This is an optimization exercise on Yosys and OpenROAD, whose aim is small area, not a production implementation.
The RTL was checked by simulation tests, not by an equivalence proof against the original design.
Power figures rest on the tool's default switching activity, not on a simulated workload.

## design/flow/config.mk

```make
export PLATFORM = sky130hd
export DESIGN_NAME = lh8_sched_port
export DESIGN_NICKNAME = lh8_sched_port
export VERILOG_FILES = /design/flow/design.v
export SDC_FILE = /design/flow/constraint.sdc
export NUM_CORES = 4
export LEC_CHECK = 0
export ABC_AREA = 1
export CAP_MARGIN = 0
export CORE_MARGIN = 2
export CORE_UTILIZATION = 65
export CTS_BUF_LIST = sky130_fd_sc_hd__clkbuf_4
export CTS_CLUSTER_SIZE = 40
export SLEW_MARGIN = 0
```

## design/flow/constraint.sdc

```tcl
create_clock -name core_clock -period 36.0 [get_ports {clk}]
set_input_delay 7.2000 -clock core_clock [delete_from_list [all_inputs] [get_ports {clk}]]
set_output_delay 7.2000 -clock core_clock [all_outputs]
set_load 0.01 [all_outputs]
```

## design/flow/design.v

```verilog
module lh8_charge (
    input  wire       unit,       
    input  wire [7:0] ovh,        
    input  wire [6:0] vlen,
    input  wire       first,
    input  wire       last,
    input  wire [7:0] sf,         
    output wire [7:0] bytes,      
    output wire [7:0] sf_next
);
    wire [9:0] opb = first ? {{2{ovh[7]}}, ovh} : {2'b11, ~sf};
    wire [9:0] b;
    lh8_add #(10) u_b (.a({3'b000, vlen}), .b(opb), .ci(!first), .s(b), .co());
    wire       neg = b[9];
    wire [7:0] nb;
    lh8_add #(8) u_nb (.a(~b[7:0]), .b(8'd0), .ci(1'b1), .s(nb), .co());
    assign bytes   = unit ? 8'd128 : (neg ? 8'd0 : b[7:0]);
    assign sf_next = unit ? sf : ((neg && !last) ? nb : 8'd0);
endmodule
module lh8_add #(
    parameter W = 8
) (
    input  wire [W-1:0] a,
    input  wire [W-1:0] b,
    input  wire         ci,
    output wire [W-1:0] s,
    output wire         co
);
    wire [W:0] c;
    assign c[0] = ci;
    genvar i;
    generate
        for (i = 0; i < W; i = i + 1) begin : g
            wire p = a[i] ^ b[i];
            assign s[i]   = p ^ c[i];
            assign c[i+1] = (a[i] & b[i]) | (p & c[i]);
        end
    endgenerate
    assign co = c[W];
endmodule
module lh8_shaper #(
    parameter        RST_EN    = 1'b0,
    parameter        RST_UNIT  = 1'b0,
    parameter [4:0]  RST_RQ    = 5'd25,
    parameter [6:0]  RST_RRH   = 7'd0,
    parameter [5:0]  RST_RRL   = 6'd0,
    parameter [15:0] RST_BURST = 16'h0100,
    parameter        NO_EN     = 1'b0      
) (
    input  wire        clk,
    input  wire        rst,
    input  wire        tick,
    input  wire        apply,
    input  wire        ld_en,
    input  wire        ld_unit,
    input  wire [4:0]  ld_rq,
    input  wire [6:0]  ld_rrh,
    input  wire [5:0]  ld_rrl,
    input  wire [7:0]  ld_ovh,
    input  wire [15:0] ld_burst,
    input  wire [25:0] ld_tb,        
    input  wire        chg_en,
    input  wire [7:0]  chg_bytes,
    output wire        en,
    output reg         unit,
    output reg  [7:0]  ovh,
    output reg  [25:0] tb,
    output wire        permit
);
    reg        en_r;
    reg [4:0]  rq;
    reg [6:0]  rrh;
    reg [5:0]  rrl;
    reg [15:0] burst;
    reg [6:0]  trh;
    reg [5:0]  trl;
    wire [16:0] units = {burst == 16'd0, burst};
    wire [5:0] sl;
    wire       c6;
    lh8_add #(6) u_rl (.a(trl), .b(rrl & {6{tick}}), .ci(1'b0), .s(sl), .co(c6));
    wire [6:0] h;
    wire       h7;
    lh8_add #(7) u_rh (.a(trh), .b(rrh & {7{tick}}), .ci(c6), .s(h), .co(h7));
    wire [6:0] hp3;
    wire       hp3c;
    lh8_add #(7) u_r3 (.a(h), .b(7'd3), .ci(1'b0), .s(hp3), .co(hp3c));
    wire       c   = h7 | hp3c;               
    wire [6:0] nh  = c ? hp3 : h;
    wire [25:0] s1;
    lh8_add #(26) u_s1 (.a(tb), .b({21'd0, rq & {5{tick}}}), .ci(c), .s(s1), .co());
    wire        ovf = (s1[25:8] == {1'b0, units});
    wire [7:0]  t_l = ovf ? 8'd0 : s1[7:0];
    wire [6:0]  t_rh = ovf ? 7'd0 : nh;
    wire [5:0]  t_rl = ovf ? 6'd0 : sl;
    wire [7:0]  bq = chg_bytes & {8{chg_en}};
    wire [7:0]  s2l;
    wire        k;
    lh8_add #(8) u_s2l (.a(t_l), .b(~bq), .ci(1'b1), .s(s2l), .co(k));
    wire [17:0] s2h;
    lh8_add #(18) u_s2h (.a(s1[25:8]), .b({18{1'b1}}), .ci(k), .s(s2h), .co());
    wire        und = !k && (s2h == ~{1'b0, units});
    wire [25:0] nb  = und ? {s1[25:8], 8'd0} : {s2h, s2l};
    wire [6:0]  nrh = und ? 7'd0 : t_rh;
    wire [5:0]  nrl = und ? 6'd0 : t_rl;
    assign en     = NO_EN ? 1'b0 : en_r;
    assign permit = !en || !tb[25];
    always @(posedge clk) begin
        if (rst) begin
            en_r  <= RST_EN;
            unit  <= RST_UNIT;
            rq    <= RST_RQ;
            rrh   <= RST_RRH;
            rrl   <= RST_RRL;
            ovh   <= 8'd0;
            burst <= RST_BURST;
        end else if (apply) begin
            en_r  <= ld_en;
            unit  <= ld_unit;
            rq    <= ld_rq;
            rrh   <= ld_rrh;
            rrl   <= ld_rrl;
            ovh   <= ld_ovh;
            burst <= ld_burst;
        end
    end
    always @(posedge clk) begin
        if (rst) begin
            tb  <= {2'b00, RST_BURST, 8'd0};
            trh <= 7'd0;
            trl <= 6'd0;
        end else if (apply) begin
            tb  <= ld_tb;
            trh <= 7'd0;
            trl <= 6'd0;
        end else begin
            tb  <= nb;
            trh <= nrh;
            trl <= nrl;
        end
    end
endmodule
module lh8_sched_port (
    input  wire        clk,
    input  wire        rst,
    input  wire        tick,         
    input  wire        slot,         
    input  wire [7:0]  q_valid,      
    input  wire [7:0]  q_more,       
    input  wire [7:0]  cls_ok,       
    input  wire [55:0] hd_vlen,      
    input  wire [7:0]  hd_first,     
    input  wire [7:0]  hd_last,      
    input  wire        cfg_we,
    input  wire [1:0]  cfg_addr,     
    input  wire [31:0] cfg_wdata,
    input  wire        rd_en,
    input  wire [3:0]  rd_sel,
    output wire        deq_valid,
    output wire [2:0]  deq_tc,
    output reg         apply_ack,
    output reg         apply_bad,
    output reg  [31:0] rd_data
);
    reg        sc_en, sc_tokrst, sc_unit;
    reg [17:0] sc_rate;
    reg [7:0]  sb_ovh;
    reg [15:0] sb_burst;
    reg [31:0] dwrr_w;
    wire [31:0] stg_cfg   = {sc_en, sc_tokrst, sc_unit, 11'd0, sc_rate};
    wire [31:0] stg_burst = {sb_ovh, 8'd0, sb_burst};
    wire       wr_apply = cfg_we && (cfg_addr == 2'd2);
    wire [3:0] ap_idx   = cfg_wdata[3:0];
    wire       rate_le;     
    lh8_add #(18) u_rle (.a(18'd200000), .b(~sc_rate), .ci(1'b1), .s(), .co(rate_le));
    wire       ap_ok    = (sc_rate != 18'd0) && rate_le &&
                          (ap_idx <= 4'd8) &&
                          !((ap_idx == 4'd6 || ap_idx == 4'd7) && sc_en);
    always @(posedge clk) begin
        if (rst) begin
            sc_en     <= 1'b0;
            sc_tokrst <= 1'b0;
            sc_unit   <= 1'b0;
            sc_rate   <= 18'd200000;
            sb_ovh    <= 8'd0;
            sb_burst  <= 16'h0100;
            dwrr_w    <= 32'h4020_1008;
            apply_ack <= 1'b0;
            apply_bad <= 1'b0;
        end else begin
            if (cfg_we && cfg_addr == 2'd0) begin
                sc_en     <= cfg_wdata[31];
                sc_tokrst <= cfg_wdata[30];
                sc_unit   <= cfg_wdata[29];
                sc_rate   <= cfg_wdata[17:0];
            end
            if (cfg_we && cfg_addr == 2'd1) begin
                sb_ovh   <= cfg_wdata[31:24];
                sb_burst <= cfg_wdata[15:0];
            end
            if (cfg_we && cfg_addr == 2'd3) dwrr_w <= cfg_wdata;
            apply_ack <= wr_apply;
            apply_bad <= wr_apply && !ap_ok;
        end
    end
    wire [11:0] ry0 = sc_rate[17:6];
    wire [11:0] ry1, ry2, ry3, ry4, ry5;
    wire        q4, q3, q2, q1, q0;
    wire [11:0] d4, d3, d2, d1, d0;
    lh8_add #(12) u_d4 (.a(ry0), .b(~12'd2000), .ci(1'b1), .s(d4), .co(q4));
    assign ry1 = q4 ? d4 : ry0;
    lh8_add #(12) u_d3 (.a(ry1), .b(~12'd1000), .ci(1'b1), .s(d3), .co(q3));
    assign ry2 = q3 ? d3 : ry1;
    lh8_add #(12) u_d2 (.a(ry2), .b(~12'd500), .ci(1'b1), .s(d2), .co(q2));
    assign ry3 = q2 ? d2 : ry2;
    lh8_add #(12) u_d1 (.a(ry3), .b(~12'd250), .ci(1'b1), .s(d1), .co(q1));
    assign ry4 = q1 ? d1 : ry3;
    lh8_add #(12) u_d0 (.a(ry4), .b(~12'd125), .ci(1'b1), .s(d0), .co(q0));
    assign ry5 = q0 ? d0 : ry4;
    wire [4:0]  ld_rq  = {q4, q3, q2, q1, q0};
    wire [6:0]  ld_rrh = ry5[6:0];
    wire [5:0]  ld_rrl = sc_rate[5:0];
    wire [25:0] ld_tb  = sc_tokrst ? 26'd0 : {1'b0, sb_burst == 16'd0, sb_burst, 8'd0};
    wire [8:0]  sh_en, sh_unit, sh_permit, sh_apply, sh_chg;
    wire [7:0]  sh_ovh  [0:8];
    wire [25:0] sh_tb   [0:8];
    wire [7:0]  sh_bytes [0:8];
    genvar gi;
    generate
        for (gi = 0; gi < 9; gi = gi + 1) begin : g_sh
            assign sh_apply[gi] = wr_apply && ap_ok && (ap_idx == gi);
            lh8_shaper #(
                .RST_EN   (gi == 5),
                .RST_UNIT (gi == 5 || gi == 8),
                .RST_RQ   ((gi == 5) ? 5'd6 : 5'd25),
                .RST_RRH  ((gi == 5) ? 7'd31 : 7'd0),
                .RST_RRL  ((gi == 5) ? 6'd16 : 6'd0),
                .RST_BURST((gi == 5) ? 16'h0400 : 16'h0100),
                .NO_EN    (gi == 6 || gi == 7)
            ) u_sh (
                .clk(clk), .rst(rst), .tick(tick), .apply(sh_apply[gi]),
                .ld_en(sc_en), .ld_unit(sc_unit),
                .ld_rq(ld_rq), .ld_rrh(ld_rrh), .ld_rrl(ld_rrl), .ld_ovh(sb_ovh),
                .ld_burst(sb_burst), .ld_tb(ld_tb),
                .chg_en(sh_chg[gi]), .chg_bytes(sh_bytes[gi]),
                .en(sh_en[gi]), .unit(sh_unit[gi]), .ovh(sh_ovh[gi]),
                .tb(sh_tb[gi]), .permit(sh_permit[gi])
            );
        end
    endgenerate
    wire [7:0] rdy = q_valid & cls_ok;
    wire [7:0] elig;
    assign elig[7] = rdy[7];
    assign elig[6] = rdy[6];
    generate
        for (gi = 0; gi < 6; gi = gi + 1) begin : g_el
            assign elig[gi] = rdy[gi] && sh_permit[8] && sh_permit[gi];
        end
    endgenerate
    reg  [2:0] cur;        
    reg        open;
    reg signed [23:0] dc [1:4];
    wire [2:0] n1 = (cur == 3'd1) ? 3'd4 : cur - 3'd1;
    wire [2:0] n2 = (n1  == 3'd1) ? 3'd4 : n1  - 3'd1;
    wire [2:0] n3 = (n2  == 3'd1) ? 3'd4 : n2  - 3'd1;
    wire [2:0] n4 = cur;
    reg        found;
    reg [2:0]  sel;
    reg        new_turn;
    always @(*) begin
        found    = 1'b1;
        sel      = 3'd0;
        new_turn = 1'b0;
        if (elig[7])                    sel = 3'd7;
        else if (elig[6])               sel = 3'd6;
        else if (elig[5])               sel = 3'd5;
        else if (open && elig[cur])     sel = cur;
        else if (elig[n1]) begin        sel = n1; new_turn = 1'b1; end
        else if (elig[n2]) begin        sel = n2; new_turn = 1'b1; end
        else if (elig[n3]) begin        sel = n3; new_turn = 1'b1; end
        else if (elig[n4]) begin        sel = n4; new_turn = 1'b1; end
        else if (elig[0])               sel = 3'd0;
        else                            found = 1'b0;
    end
    wire send = slot && found;
    assign deq_valid = send;
    assign deq_tc    = send ? sel : 3'd0;
    wire [6:0] s_vlen  = hd_vlen[sel*7 +: 7];
    wire       s_first = hd_first[sel];
    wire       s_last  = hd_last[sel];
    reg  [7:0] sf_q [0:7];    
    reg  [7:0] sf_p [0:7];    
    wire [7:0] q_bytes, q_sf_next, p_bytes, p_sf_next;
    lh8_charge u_qchg (
        .unit(sh_unit[{1'b0, sel}]), .ovh(sh_ovh[{1'b0, sel}]), .vlen(s_vlen),
        .first(s_first), .last(s_last), .sf(sf_q[sel]),
        .bytes(q_bytes), .sf_next(q_sf_next)
    );
    lh8_charge u_pchg (
        .unit(sh_unit[8]), .ovh(sh_ovh[8]), .vlen(s_vlen),
        .first(s_first), .last(s_last), .sf(sf_p[sel]),
        .bytes(p_bytes), .sf_next(p_sf_next)
    );
    generate
        for (gi = 0; gi < 8; gi = gi + 1) begin : g_chg
            assign sh_chg[gi]   = send && (sel == gi);
            assign sh_bytes[gi] = q_bytes;
        end
    endgenerate
    assign sh_chg[8]   = send;
    assign sh_bytes[8] = p_bytes;
    integer i;
    always @(posedge clk) begin
        if (rst) begin
            for (i = 0; i < 8; i = i + 1) begin
                sf_q[i] <= 8'd0;
                sf_p[i] <= 8'd0;
            end
        end else if (send) begin
            sf_q[sel] <= q_sf_next;
            sf_p[sel] <= p_sf_next;
        end
    end
    wire [1:0] q_idx   = sel[1:0] - 2'd1;
    wire [7:0] q_field = dwrr_w[q_idx*8 +: 8];
    wire [15:0] quantum = {1'b0, ((q_field == 8'd0) ? 8'd1 : q_field), 7'd0};
    reg signed [23:0] dc_cur;
    always @(*) begin
        case (sel)
            3'd1:    dc_cur = dc[1];
            3'd2:    dc_cur = dc[2];
            3'd3:    dc_cur = dc[3];
            3'd4:    dc_cur = dc[4];
            default: dc_cur = 24'sd0;
        endcase
    end
    wire [16:0] dch;
    lh8_add #(17) u_dca (.a(dc_cur[23:7]), .b({9'd0, quantum[14:7] & {8{new_turn}}}),
                         .ci(1'b0), .s(dch), .co());
    wire        dc_ovf  = !dc_cur[23] && dch[16];
    wire [23:0] dc_sat  = dc_ovf ? 24'h7F_FFFF : {dch, dc_cur[6:0]};
    wire [7:0]  dw_chg  = sh_en[{1'b0, sel}] ? q_bytes : {1'b0, s_vlen};
    wire [23:0] dc_new;
    lh8_add #(24) u_dcs (.a(dc_sat), .b({16'hFFFF, ~dw_chg}), .ci(1'b1), .s(dc_new), .co());
    wire        dc_le0  = dc_new[23] || (dc_new == 24'd0);
    wire               is_dw   = (sel >= 3'd1) && (sel <= 3'd4);
    always @(posedge clk) begin
        if (rst) begin
            cur  <= 3'd4;
            open <= 1'b0;
            for (i = 1; i <= 4; i = i + 1) dc[i] <= 24'sd0;
        end else begin
            for (i = 1; i <= 4; i = i + 1) begin
                if (!q_valid[i]) begin
                    dc[i] <= 24'sd0;
                    if ({29'd0, cur} == i) open <= 1'b0;
                end
            end
            if (send && is_dw) begin
                if (new_turn) cur <= sel;
                if (dc_le0 || !q_more[sel]) open <= 1'b0;
                else if (new_turn) open <= 1'b1;
                case (sel)
                    3'd1:    dc[1] <= q_more[1] ? dc_new : 24'sd0;
                    3'd2:    dc[2] <= q_more[2] ? dc_new : 24'sd0;
                    3'd3:    dc[3] <= q_more[3] ? dc_new : 24'sd0;
                    default: dc[4] <= q_more[4] ? dc_new : 24'sd0;
                endcase
            end
        end
    end
    reg [31:0] rd_mux;
    always @(*) begin
        case (rd_sel)
            4'd9:    rd_mux = stg_cfg;
            4'd10:   rd_mux = stg_burst;
            4'd11:   rd_mux = dwrr_w;
            4'd12:   rd_mux = {{8{dc[1][23]}}, dc[1]};
            4'd13:   rd_mux = {{8{dc[2][23]}}, dc[2]};
            4'd14:   rd_mux = {{8{dc[3][23]}}, dc[3]};
            4'd15:   rd_mux = {{8{dc[4][23]}}, dc[4]};
            default: rd_mux = {{6{sh_tb[rd_sel][25]}}, sh_tb[rd_sel]};
        endcase
    end
    always @(posedge clk) begin
        if (rst)        rd_data <= 32'd0;
        else if (rd_en) rd_data <= rd_mux;
    end
endmodule
```

## design/flow/run.sh

```bash
#!/bin/bash
# synth_recipe.tcl (not shown) runs the flow's synth.tcl, then flattens the netlist and writes it again
# the make line also repeats each setting of config.mk as NAME=value (left out here)
make -C /OpenROAD-flow-scripts/flow DESIGN_CONFIG=/design/flow/config.mk WORK_HOME=/design/flow/orfs CLKGATE_MAP_FILE= SYNTH_SCRIPT=/design/flow/synth_recipe.tcl finish
```

==> qor.yml, run 1 <==
max_freq_ghz: 0.0365
yosys.area.top_type: "dfxtp_1"
yosys_warnings: 7
startpoint_type: "primary input"
synth_top_area_share_pct: 30.2
cp_slowest_cell: "nor3_1"
ys.flop_type: "dfxtp_1"
arrival_ns: 28.49
place.port_buffers: 177
ys_seq_area_share_pct: 36.2
cts_buffers: 307
fin_crit_sh_pct: 76.2
area_delta_synth_final_pct: 9.85
slew_headroom_pct: -19.4
drc: 0
worstPathMaxFanout: 44
num_rows: 114
drive_above_1_share_pct: 7.84
placed_area_um2: 66200
slowest_delay_ns: 0.69
synthCells: 8027
dp_hpwl_um: 167000
status: "failed layout checks"
cp_common_cell: "ha_1"
design.die.area_um2: 100000
clock_skew_ns: 0.0935
chipHeight_um: 316
endpoint_kind: "register"
root_buffer: "clkbuf_4"
synthXorXnorAreaFrac_pct: 2.91
yosysUniqueCellTypes: 66
swShare_pct: 49.3
cts_buffer_depth: 4
tightest_slew_ns: 1.77
dp.cells: 9204
cts_hold_buf: 0
cts.sinks: 1084
postLayoutCoreUtil_pct: 72.1
path_buf_inv: 16
tns_ns: 0
num_vias: 60200
powerDensity_nw_per_um2: 79.9
place.gp.congestion: 1.04
maxCapViolCount: 1
drv_slew: 2
critPathKind: "primary input to register"
pre_cts_ws_ns: 7.57
instances_no_fill: 9714
combPwrFrac_pct: 55.9
p_int_mw: 2.82
min_period_ns: 27.43
fillCellCount: 7765
setup_viol: 0
synth_async_sr_flop_share_pct: 0
fin_ws_ns: 8.57
h-tree-depth: 5
violations: "max-capacitance violations, max-slew violations"
grtUsageTotal_pct: 45.6
synth_area_um2: 63500
net-switching-power_mw: 2.75
ys_top_cells_by_area: "dfxtp_1 (30%), ha_1 (9.7%), fa_1 (7.7%)"
ant_nets: 0
clk_latency_ns: 1.27
rsz0062_at_grt: "no"
initial_core_util_pct: 65.6
yosys-mux-area-fraction_pct: 0.317
grt.overflow.total: 0
path_clk_slew_ns: 0.06
detail_route.wl_per_cell_um: 23.8
p_leak_nw: 30.6
worstPathRequired_ns: 37.06
yosys.area_share.adder_pct: 17.4
cp_top_family: "adder cells"
ys_ff_latch: 1084
die_x_um: 316
drt_iter0_drc: 7750
wirelength_um: 231000
avgViaCountPerCell: 6.20
grt_max_degree: 113
cts_resized: 0
synth_compound_area_share_pct: 16.1
synth-simple-area-share_pct: 17.1
grt_pass1_vias: 59000
coreArea_um2: 96700
cts_setup_buffers: 0
synthesis.nets: 8901
grt_pass1_wl_um: 344000
cts_tree: "yes"
avgSynthCellArea_um2: 7.91
min_path_type: "register to register"
final_nets: 9111
antenna_found_initial: 14
pwr-share-seq_pct: 24.7
drt-pass1-iter-count: 8
ios: 178
report.final.hold_viol_count: 0
synth-edff-count: 128
fin_area_um2: 69700
vdd.ir_drop.worst_mv: 0.101
synth_top_family_by_area: "adder cells"
clkPwrFrac_pct: 19.5
-- kinds of logic after synthesis --
family | Yosys count
muxes | 20
adders and majority gates | 734
buffers and inverters | 1663
DFF | 1084
and+or+nand+nor | 2551
xor gates and xnor gates | 211
AOI/OAI and AO/OA | 1764
-- cell usage in the layout (no fill, tap or decap), types with 9 or more instances in the layout --
cell	Yosys	layout
a211oi_1	24	24
xnor2_1	54	54
o21ai_1	11	9
nand3_1	244	243
inv_2	21	34
a41oi_1	12	12
edfxtp_1	128	128
a22oi_1	19	19
clkbuf_4	0	419
dfxtp_1	956	956
nor4_1	65	64
a221oi_1	69	69
o2111ai_1	29	29
nor2_2	9	16
o211ai_1	35	35
mux2i_1	19	18
nor3_1	64	63
clkinv_2	1	9
clkinv_1	13	69
inv_1	1248	1244
or2_2	14	14
a31oi_1	18	18
nand2_2	11	14
nor2_1	798	789
nand2_1	1204	1201
xor2_1	157	157
fa_1	244	244
nand3_4	8	9
diode_2	0	15
nand4_1	94	94
a21oi_1	419	419
clkdlybuf4s50_1	0	174
o22ai_1	433	433
buf_4	1	106
o21ai_0	629	629
o21a_1	19	19
ha_1	490	490
o221ai_1	13	13
-- stage by stage --
step / total power [mW] / hold slack, ns
2_1_floorplan: 3.39 / 0.423
3_3_place_gp: 4.31 / 0.435
3_5_place_dp: 4.38 / 0.442
4_1_cts: 5.46 / 0.457
5_1_grt: 5.89 / 0.483
6_report: 5.57 / 0.459
-- power by group through the flow --
stage / combinational (mW) / clock, mW / sequential (mW)
3_5_place_dp: 2.98 / 0 / 1.40
5_1_grt: 3.37 / 1.14 / 1.38
6_report: 3.11 / 1.08 / 1.37
3_3_place_gp: 2.91 / 0 / 1.39
2_1_floorplan: 2.02 / 0 / 1.38
4_1_cts: 3.01 / 1.08 / 1.37
-- final cells by class --
type	count	area, µm²	area share, %
Antenna cell	15	37.5	0.0538
Clock buffer	419	3150	4.51
Clock inverter	76	350	0.502
Inverter	1283	4820	6.91
Multi-Input combinational cell	5280	34300	49.1
Sequential cell	1084	23000	33.0
Tap cell	1276	1600	2.29
Timing Repair Buffer	281	2540	3.65
-- cells in the mapped netlist (all sizes together) (14+ instances only) --
master and instances:
inv 1269, nand2 1219, dfxtp 956, nor2 811
o21ai 642, ha 490, o22ai 433, a21oi 422
clkbuf 313, nand3 253, fa 244, xor2 157
edfxtp 128, nand4 101, a221oi 69, buf 67
nor3 65, nor4 65, xnor2 54, o211ai 38
o2111ai 29, a211oi 24, a22oi 19, mux2i 19
o21a 19, a31oi 18, or2 15, clkinv 14
-- worst paths after layout --
check	depth (start not counted)	startpoint	to	slack, ns
worst min register to register	2	g_sh[3].u_sh.rrh[1]	g_sh[3].u_sh.rrh[1]	0.46
worst max register to register	92	g_sh[7].u_sh.rrl[0]	g_sh[7].u_sh.trh[1]	15.20
worst max-delay path	94	tick	g_sh[1].u_sh.trl[5]	8.57
worst min-delay path	2	g_sh[3].u_sh.rrh[1]	g_sh[3].u_sh.rrh[1]	0.46
-- state kept, by name, summed over array words and instances, names as in the netlist, 3 cells and up --
register	cells
g_sh.u_sh.ovh	72
dc	96
g_sh.u_sh.rq	45
sc_rate	18
sb_ovh	8
sb_burst	16
g_sh.u_sh.rrl	54
g_sh.u_sh.trl	54
g_sh.u_sh.en_r	7
g_sh.u_sh.unit	9
g_sh.u_sh.tb	234
g_sh.u_sh.trh	63
cur	3
g_sh.u_sh.burst	144
sf_p	64
g_sh.u_sh.rrh	63
rd_data	32
sf_q	64
dwrr_w	32
-- layer usage --
| layer | part of all wire (%) | vias to the layer above | GRT usage [%] | wire [µm] |
|---|---|---|---|---|
| met5 | 0.026 | - | 0 | 59 |
| met4 | 7.5 | 10 | 30.9 | 17400 |
| met3 | 13 | 988 | 13.6 | 30900 |
| met2 | 43 | 4040 | 69.1 | 99000 |
| met1 | 36 | 28000 | 56.2 | 83900 |
| li1 | - | 27200 | - | - |
-- worst min-delay path, cell delays in order, from the launching register on --
cell     delay [ns]
dfxtp_1        0.32
nand2_1        0.05
o21ai_0        0.05
==> run 2, diff against run 1 <==
==> design/flow/config.mk (replaced) <==
export PLATFORM = sky130hd
export DESIGN_NAME = lh8_sched_port
export DESIGN_NICKNAME = lh8_sched_port
export VERILOG_FILES = /design/flow/design.v
export SDC_FILE = /design/flow/constraint.sdc
export NUM_CORES = 4
export LEC_CHECK = 0
export CAP_MARGIN = 20
export CORE_MARGIN = 2
export CORE_UTILIZATION = 40
export SLEW_MARGIN = 20
==> run 2 against run 1 <==
Effect of this change:
- register-to-register slack worse by 0.13 ns
- clock-buffer cell count is 255 lower
- largest cell class unchanged
- combinational power is about 30% lower
- die area is 60% higher
- power is 12% lower
- fmax is 3.0% lower
- the run now finishes clean
- area after synthesis is 1.2% lower
- clock power is 21% higher
- final cell count is 9.4% lower
- highest routed layer unchanged
==> qor.yml, run 2 <==
synthTopCellsByCount: "dfxtp_1 (956), nand2_1 (619), nor2_1 (570)"  # was inv_1 (1,248), nand2_1 (1,204), dfxtp_1 (956)
arrival_ns: 29.00  # was 28.49 ns
synth-edff-count: 128  # unchanged
cts_buffers: 120  # was 307
place.gp.congestion: 1.06  # was 1.04
root_buffer: "clkbuf_16"  # was clkbuf_4
area_delta_synth_final_pct: 13.0  # was 9.85%
clock_skew_ns: 0.0695  # was 0.0935 ns
r2r_end: "g_sh[7].u_sh.trh[1]"  # unchanged
p_leak_nw: 28.3  # was 30.6 nW
num_rows: 145  # was 114
postLayoutCoreUtil_pct: 45.4  # was 72.1%
cts.sinks: 1084  # unchanged
tns_ns: 0  # unchanged
ios: 178  # unchanged
ys.flop_type: "dfxtp_1"  # unchanged
grt_max_degree: 86  # was 113
top_regs: "g_sh.u_sh.tb (234), g_sh.u_sh.burst (144), dc (96)"  # unchanged
r2r_slack_ns: 15.07  # was 15.20 ns
die_x_um: 400  # was 316 µm
ant_nets: 0  # unchanged
grtUsageMet3_pct: 8.24  # was 13.6%
maxCapViolCount: 0  # was 1
synth_top_area_share_pct: 30.5  # was 30.2%
slew_headroom_pct: 17.0  # was -19.4%
final_nets: 7508  # was 9,111
place.port_buffers: 177  # unchanged
vdd.ir_drop.worst_mv: 0.0666  # was 0.101 mV
initial_core_util_pct: 40.2  # was 65.6%
report.final.hold_viol_count: 0  # unchanged
clk_latency_ns: 0.80  # was 1.27 ns
detail_route.wl_per_cell_um: 29.0  # was 23.8 µm
dp_hpwl_um: 186000  # was 167,000 µm
num_vias: 53200  # was 60,200
grt.overflow.total: 0  # unchanged
grtUsageTotal_pct: 31.3  # was 45.6%
fillCellCount: 15000  # was 7,765
fin_area_um2: 70900  # was 69,700 µm²
max_freq_ghz: 0.0354  # was 0.0365 GHz
cp_common_cell: "ha_1"  # unchanged
status: "no timing/DRC/antenna violations"  # was failed layout checks
endpoint_kind: "register"  # unchanged
instances_no_fill: 8801  # was 9,714
dp.cells: 8570  # was 9,204
tightest_slew_ns: 1.24  # was 1.77 ns
cts_buffer_depth: 3  # was 4
ys_ff_latch: 1084  # unchanged
critPathKind: "primary input to register"  # unchanged
synth_area_um2: 62700  # was 63,500 µm²
min_path_type: "register to register"  # unchanged
startpoint_type: "primary input"  # unchanged
cts_setup_buffers: 0  # unchanged
drt_iter0_drc: 6792  # was 7,750
min_period_ns: 28.27  # was 27.43 ns
r2r_cells: 84  # was 92
synthesis.nets: 7522  # was 8,901
synthCells: 6648  # was 8,027
chipHeight_um: 400  # was 316 µm
final_cell_mix: "dfxtp_1 (944), nand2_1 (618), nor2_1 (556)"  # was inv_1 (1,244), nand2_1 (1,201), dfxtp_1 (956)
worstPathMaxFanout: 52  # was 44
avgViaCountPerCell: 6.05  # was 6.20
final_common_cell: "dfxtp_1"  # was inv_1
timing.hold.ws_ns: 0.452  # was 0.459 ns
antenna_found_initial: 35  # was 14
setup_viol: 0  # unchanged
powerDensity_nw_per_um2: 69.4  # was 79.9 nW/µm²
drc: 0  # unchanged
grt_pass1_wl_um: 363000  # was 344,000 µm
rsz0062_at_grt: "no"  # unchanged
avgSynthCellArea_um2: 9.44  # was 7.91 µm²
h-tree-depth: 3  # was 5
grt_pass1_vias: 50700  # was 59,000
worstPathRequired_ns: 36.73  # was 37.06 ns
regMostFlops: "g_sh.u_sh.tb"  # unchanged
cts_tree: "yes"  # unchanged
pre_cts_ws_ns: 7.16  # was 7.57 ns
cts_hold_buf: 0  # unchanged
hold_depth: 2  # unchanged
slowest_delay_ns: 0.70  # was 0.69 ns
p_total_mw: 4.92  # was 5.57 mW
wirelength_um: 255000  # was 231,000 µm
min_from: "g_sh[2].u_sh.rrh[4]"  # was g_sh[3].u_sh.rrh[1]
synth_async_sr_flop_share_pct: 0  # unchanged
path_clk_slew_ns: 0.06  # about the same
yosysUniqueCellTypes: 100  # was 66
busiest_layer: "met2"  # unchanged
fin_crit_sh_pct: 78.5  # was 76.2%
design.die.area_um2: 160000  # was 100,000 µm²
yosys.area.top_type: "dfxtp_1"  # unchanged
regToRegStartpoint: "g_sh[7].u_sh.rrl[0]"  # unchanged
drv_slew: 0  # was 2
ys_seq_area_share_pct: 36.6  # was 36.2%
largest_register_ff_count: 234  # unchanged
placed_area_um2: 66700  # was 66,200 µm²
cp_slowest_cell: "nor2_1"  # was nor3_1
fin_ws_ns: 7.73  # was 8.57 ns
drive_above_1_share_pct: 8.36  # was 7.84%
synth_most_common_cell: "dfxtp_1"  # was inv_1
whs_endpoint: "g_sh[2].u_sh.rrh[4]"  # was g_sh[3].u_sh.rrh[1]
cts_resized: 0  # unchanged
coreArea_um2: 156000  # was 96,700 µm²
drt-pass1-iter-count: 9  # was 8
met2_usage_pct: 45.4  # was 69.1%
ys_top_cells_by_area: "dfxtp_1 (31%), ha_1 (9.8%), fa_1 (7.8%)"  # was dfxtp_1 (30%), ha_1 (9.7%), fa_1 (7.7%)
grtUsageMet1_pct: 42.6  # was 56.2%
yosys_warnings: 7  # unchanged
[run 2: cell types whose count changed after synthesis, moves of 79 or more]
cell / before / now
a21oi_1: 419 / 236
nor2_1: 798 / 570
and2_1: 4 / 212
o21ai_0: 629 / 170
inv_1: 1248 / 402
nand2_1: 1204 / 619
a22o_1: 0 / 309
mux2i_1: 19 / 133
o22ai_1: 433 / 45
xor2_1: 157 / 78
nand3_1: 244 / 93
a22oi_1: 19 / 189
xnor2_1: 54 / 279
[run 2: report_power, final]
part	leakage, nW	internal (mW)	switching (mW)
clock	2.03	0.755	0.556
combinational	17.2	0.794	1.38
sequential	9.06	1.32	0.112
total	28.3	2.87	2.05
[run 2: how the worst max path moves through the flow]
stage               start             endpoint  slack, ns  cells after the start
floorplan            tick  g_sh[4].u_sh.tb[11]      10.25                     88
global placement     tick  g_sh[8].u_sh.trh[1]       7.35                     88
detailed placement   tick  g_sh[8].u_sh.trh[1]       7.16                     88
CTS                  tick  g_sh[8].u_sh.trh[1]       7.90                     88
global route         tick  g_sh[8].u_sh.trh[3]       6.62                     88
finish               tick  g_sh[8].u_sh.trh[1]       7.73                     88
[run 2: cell families (layout without fill, tap and decap cells)]
family	count (synthesis)	count (layout)	synth area share (%)
flip-flops	1084	1084	36.6
other	0	9	0
adder cells (fa/ha/maj)	734	734	17.6
AND/OR/NAND/NOR	2011	2011	15.2
buffers and inverters	870	956	5.42
AO/OA/AOI/OAI	1383	1383	16.6
XOR/XNOR	357	357	4.98
multiplexers	209	209	3.65
[run 2: metal layers]
layer | share of wire [%] | routed length (µm)
met5 | 0.21 | 540
met4 | 5.7 | 14600
met3 | 11 | 28500
met2 | 42 | 106000
met1 | 41 | 105000
[run 2: critical path, delay by kind of cell]
family	cells	cell delay (ns)
adder cells (fa/ha/maj)	62	15.04
AND/OR/NAND/NOR	12	3.48
buffers and inverters	12	2.66
XOR/XNOR	2	0.51
[run 2: layout make-up]
| type | count | area (µm²) | area share (%) |
|---|---|---|---|
| Multi-Input combinational cell | 4694 | 36700 | 51.8 |
| Antenna cell | 9 | 22.5 | 0.0318 |
| Clock buffer | 164 | 3390 | 4.78 |
| Clock inverter | 58 | 786 | 1.11 |
| Sequential cell | 1084 | 23000 | 32.4 |
| Timing Repair Buffer | 325 | 2880 | 4.06 |
| Tap cell | 2058 | 2570 | 3.63 |
| Inverter | 409 | 1540 | 2.17 |

==> port drivers added, routing unchanged <==
In the flow no input, the clock included, has a driving cell. The finished layouts below were timed again as built, in two steps. Step 1 sets driving cells, clkbuf_16 on the clock port and buf_2 on the other inputs (assumed; they add their load-dependent delay and slew). Step 2 adds t to the input delays and takes it off the output delays; t is the mean of the earliest and latest rising clock arrival at the registers after step 1. Input paths then give back, and output paths get back, about the clock's delay inside the block. Three values: ideal ports, drivers, drivers and shift; two values: the first two.
run | shift t [ns] | slack for setup (ns) | hold slack, ns | pins driven straight from the clock port
run 1 | 1.297 | 8.567 / 8.400 / 7.103 | 0.459 / 0.459 / 0.459 | 1
run 2 | 0.850 | 7.729 / 7.753 / 6.903 | 0.452 / 0.452 / 0.452 | 1
For run 1, which loses most, drivers alone change the setup slack by -0.167 ns; drivers and shift together by -1.464 ns.
